This is an optimization exercise on Yosys and OpenROAD, whose aim is small area, a short achievable clock period and few clock cycles per item, not a production implementation. In this exercise RTL edits were held to simulation tests only and were not proved equivalent to the original. Power and IR drop assume default switching activity.

===== flow/design.v =====
module damask_fir (
  input  wire        clk,
  input  wire        rst,         
  input  wire        cmd_valid,
  output wire        cmd_ready,
  input  wire        cmd_op,
  input  wire [6:0]  cmd_addr,
  input  wire [31:0] cmd_data,
  output reg         res_valid,
  output reg  [31:0] res_data
);
  integer i;
  reg signed [31:0] coef [0:63];
  reg signed [31:0] hist [0:63];
  reg               busy;       
  reg               acc_last;   
  reg               fin;        
  reg        [5:0]  k;
  reg               prod_vld;
  reg signed [63:0] prod;
  reg signed [69:0] acc;
  assign cmd_ready = !busy && !acc_last && !fin;
  wire accept = cmd_valid && cmd_ready;
  always @(posedge clk) begin
    if (rst) begin
      for (i = 0; i < 64; i = i + 1) begin
        coef[i] <= 32'sd0;
        hist[i] <= 32'sd0;
      end
    end else if (accept) begin
      if (cmd_op) begin
        for (i = 63; i > 0; i = i - 1)
          hist[i] <= hist[i-1];
        hist[0] <= cmd_data;
      end else if (cmd_addr[6]) begin
        hist[cmd_addr[5:0]] <= cmd_data;
      end else begin
        coef[cmd_addr[5:0]] <= cmd_data;
      end
    end
  end
  wire signed [63:0] mul = coef[k] * hist[k];
  wire signed [69:0] acc_rnd = (acc + 70'sd1073741824) >>> 31;
  wire        [31:0] acc_sat =
      (acc_rnd >  70'sd2147483647) ? 32'h7fff_ffff :
      (acc_rnd < -70'sd2147483648) ? 32'h8000_0000 :
                                     acc_rnd[31:0];
  always @(posedge clk) begin
    if (rst) begin
      busy      <= 1'b0;
      acc_last  <= 1'b0;
      fin       <= 1'b0;
      k         <= 6'd0;
      prod_vld  <= 1'b0;
      prod      <= 64'sd0;
      acc       <= 70'sd0;
      res_valid <= 1'b0;
      res_data  <= 32'd0;
    end else begin
      res_valid <= 1'b0;
      prod_vld  <= 1'b0;
      acc_last  <= 1'b0;
      fin       <= 1'b0;
      if (accept && cmd_op) begin
        busy <= 1'b1;
        k    <= 6'd0;
        acc  <= 70'sd0;
      end
      if (busy) begin
        prod     <= mul;
        prod_vld <= 1'b1;
        k        <= k + 6'd1;
        if (k == 6'd63) begin
          busy     <= 1'b0;
          acc_last <= 1'b1;
        end
      end
      if (prod_vld)
        acc <= acc + {{6{prod[63]}}, prod};
      if (acc_last)
        fin <= 1'b1;
      if (fin) begin
        res_valid <= 1'b1;
        res_data  <= acc_sat;
      end
    end
  end
endmodule

===== flow/run.sh =====
#!/bin/bash
# synth_recipe.tcl (not shown) runs the flow's synth.tcl, then flattens the netlist and writes it again
# the make line also repeats each setting of config.mk as NAME=value (left out here)
make -C /OpenROAD-flow-scripts/flow DESIGN_CONFIG=/design/flow/config.mk WORK_HOME=/design/flow/orfs CLKGATE_MAP_FILE= SYNTH_SCRIPT=/design/flow/synth_recipe.tcl finish

===== flow/config.mk =====
export PLATFORM = sky130hd
export DESIGN_NAME = damask_fir
export DESIGN_NICKNAME = damask_fir
export VERILOG_FILES = /design/flow/design.v
export SDC_FILE = /design/flow/constraint.sdc
export NUM_CORES = 4
export LEC_CHECK = 0
export CAP_MARGIN = 20
export CORE_MARGIN = 2
export CORE_UTILIZATION = 30
export SLEW_MARGIN = 20

===== flow/constraint.sdc =====
create_clock -name core_clock -period 13.0 [get_ports {clk}]
set_input_delay 2.6000 -clock core_clock [delete_from_list [all_inputs] [get_ports {clk}]]
set_output_delay 2.6000 -clock core_clock [all_outputs]
set_load 0.01 [all_outputs]

==> run notes <==
==> placed cells by master, fill, tap and decap left out, types with 121 or more instances in the layout <==
cell type  instances
dfxtp_1          175
buf_4            506
nand2_1          729
clkinv_1         121
a22o_1          2020
o21ai_4          147
mux4_2          1308
a21oi_1          185
clkbuf_16        436
edfxtp_1        4096
fa_1            1083
and2_1          2113
inv_1           1023
ha_1             255
nor2_1           699
==> cell type report <==
class | count | area, µm² | area share [%]
inverter | 1051 | 3950 | 1.48
sequential | 4279 | 127000 | 47.6
clock inverter | 282 | 2600 | 0.975
multi-input combinational | 9704 | 103000 | 38.6
antenna | 33 | 82.6 | 0.0310
timing repair buffer | 621 | 5690 | 2.14
clock buffer | 527 | 11300 | 4.23
tap | 10500 | 13200 | 4.95
==> power by group through the flow <==
stage | sequential, mW | combinational, mW | clock [mW]
finish | 16.2 | 32.7 | 12.6
global route | 16.2 | 36.5 | 13.2
CTS | 16.2 | 32.5 | 12.7
detailed placement | 16.5 | 32.4 | 0
global placement | 16.4 | 32.2 | 0
floorplan | 16.3 | 23.7 | 0
==> critical path, delay by kind of cell (launching register included) <==
| family | cells | cell delay [ps] |
|---|---|---|
| buffers and inverters | 5 | 1030 |
| and+or+nand+nor | 8 | 2150 |
| AOI/OAI and AO/OA | 5 | 2010 |
| adders and majority gates | 9 | 4330 |
| muxes | 3 | 1690 |
| DFF | 1 | 770 |
==> metrics by stage <==
step           util [%]  hold slack [ps]  setup slack, ps  instances  cell area (µm²)
2_1_floorplan         -              429             3280      16700           238000
3_3_place_gp       31.8              450              684      26200           252000
3_5_place_dp       31.8              458             1100      26200           252000
4_1_cts            33.6              460             1100      27000           266000
5_1_grt            33.6              470              467      27000           266000
6_report           33.6              474              877      27000           266000
==> synth_stat cells (12+ instances only) <==
library cell and count:
nand2b_1 26, o21a_1 36, and2_1 2113, mux2i_1 78, edfxtp_1 4096, buf_6 22
nor2b_1 50, ha_1 255, and4_1 12, o21bai_1 20, or3_1 14, dfxtp_1 183
a211oi_1 55, o21ai_0 240, xnor2_1 81, o21ai_1 16, a21o_1 59, clkbuf_1 1362
xor2_1 70, buf_1 58, nand4_1 41, or2_2 19, mux4_2 1308, o21ai_2 14
nand3_1 55, a21oi_1 185, nor3_1 33, a22o_1 2020, buf_2 233, a31oi_1 22
buf_4 27, fa_1 1083, inv_1 1023, nor2_1 829, inv_2 24, mux2_2 37
and3_1 37, nand2_1 731, o211ai_1 12, a22oi_1 17
==> worst max path at each step <==
stage	slack, ps	cells past startpoint	end
after floorplan	3280	30	prod[56]
after global placement	680	31	prod[56]
after detailed placement	1100	31	prod[63]
after CTS	1100	31	prod[63]
after global routing	470	31	prod[63]
final	880	30	prod[56]
==> sequential cells by signal, summed over array words and instances (netlist names), named ones only <==
register / flops
acc_last: 1
res_data: 32
prod: 64
acc: 70
hist: 2048
fin: 1
coef: 2048
k: 6
prod_vld: 1
busy: 1
res_valid: 1
==> cells by family after synthesis <==
kind of cell | share of synthesized area, %
compound gates | 9.49
xor+xnor | 0.555
fa+ha+maj | 10.4
buf+inv | 4.58
flops | 53.2
mux | 12.9
simple gates | 8.85
==> metal layers <==
metal | share of wire [%] | GRT usage [%] | vias to the layer above
met5 | 0.016 | 0 | -
met4 | 3.8 | 6.25 | 18
met3 | 11 | 4.43 | 1204
met2 | 45 | 29.3 | 8383
met1 | 40 | 25.7 | 78800
li1 | - | - | 60800
==> impl_results.md <==
* DIE AREA at 801000 µm²
* TritonCTS Sinks at 4279
* Crit path kind: flip-flop to flip-flop
* I/O Buffers at 76
* Worst hold stages at 1
* Layout cells sized above 1 at 17.6%
* Post-layout net count at 17500
* Final period utilization at 93.3%
* Data required, critical path at 13940 ps
* Final Wtd Congestion at 0.911
* Max_slew headroom at 19.3%
* Delay of the slowest critical-path stage at 770 ps
* Number of synthesized flops with an enable pin at 4096
* Register area share after synthesis at 53.2%
* Clock power frac at 20.5%
* Slew Viols, Final at 0
* Comb power frac at 53.2%
* Syn_nets at 18100
* Antenna violations before repair at 60
* FF-to-FF path depth at 30
* Fin crit period at 12120 ps
* Slowest-stage cell, CP: dfxtp_4
* Die span in y at 895 µm
* Worst-skew pair later-pin latency at 1130 ps
* Register share of total power at 26.3%
* Initial Utilization at 30.1%
* Crit path arrival time at 13070 ps
* Number of warnings issued by yosys at 1
* Min-delay src: hist[26][6]
* Final-layout fill cell count at 76100
* Worst Path Max Fanout at 46
* Largest net degree at the start of global routing at 221
* Cell taking the most area after synthesis: edfxtp_1
* Max Cap Viol at 0
* Setup TNS at 0 ps
* Peak supply drop at 1.00 mV
* Most frequent cell on the critical path: fa_1
* Post-CTS setup repair buffer count at 0
* Cts repair resizes at 0
* Critical path endpoint category: flip-flop
* HP Class: flip-flop to flip-flop
* DR pass1 iterations at 7
* CTS tree: yes
* WHS Endpoint: hist[27][6]
* First-pass GRT wire length at 1110 mm
* Flops & latches, synth at 4279
* DRC Markers at 0
* # IOs at 77
* Async SR Flop Fraction at 0%
* Leak pwr at 96.0 nW
* Switching share of power at 42.2%
* RR Endpoint: prod[56]
* Fmax at 82.5 MHz
* Synth cell types at 85
* CORE AREA at 792000 µm²
* Share of the synthesized area in the top cell type at 51.7%
* Ranking of synthesized cells by area: edfxtp_1 52%, mux4_2 12%, fa_1 9.1%
* Critical path launch point type: flip-flop
* Clk_skew at 158 ps
* Root buf cell: clkbuf_16
* Pwr Total at 61.5 mW
* Cell Pwr Density at 231 nW/µm²
* Tot GR Track Use at 18.7%
* Worst-Margin Slew at 1210 ps
* CTS clk-pin slew, worst paths at 70 ps
* Layout area overhead at 11.8%
* Final HPWL DP at 487 mm
* Final Setup Violations at 0
* RSZ-0062 raised after global routing: false
* Avg WL per Cell at 28.6 µm
* Hold_buf cts at 0
* Clock tree buffer depth at 4
* Synth Cell Area at 238000 µm²
* Synth Flop Type: edfxtp_1
* Detail Route Antenna Nets at 0
* TritonCTS Buffers at 434
* P_int at 35.6 mW
* Site row count at 327
* Iter 0 DRT Violations at 20500
* Die width at 895 µm
* Vias in the first global route at 150000
* H-tree level count at 5
* Via count at 149000
* R2R setup slack at 880 ps
* Post-Route WL at 773 mm
* Remaining Overflow, GRT at 0
* P_sw at 26.0 mW
* Number of vias per cell at 5.52
* Synthesized area per cell at 14.2 µm²
* Synth Instances at 16700
* Outcome: timing/DRC/antenna clean
* Final hold viol count at 0
Testbench counts, summed over its fixed seeds: cycles 25,736, items 384.

==> separate check: timing with driven ports <==
In the flow no input, the clock included, has a driving cell. The finished layout below was timed again as built, in two steps.
Step 1, drivers: a clkbuf_16 drives clk and a buf_2 each remaining input, both assumed.
Step 2 moves the port delays by t, midway between the first and last clock arrival at a register: inputs arrive t later, outputs are due t later. That takes back most of the time a late clock gives input paths.
Slacks: ideal / step 1 / step 2; pairs: ideal / step 1.
t (ns): 1.188
slack for setup (ns): 0.877 / 0.877 / 0.877
worst slew at a driven data input, ns: 0.42
After both steps setup and hold are still met in this run. The setup slack of this run moves by 0.000 ns with the drivers and by 0.000 ns with both steps.
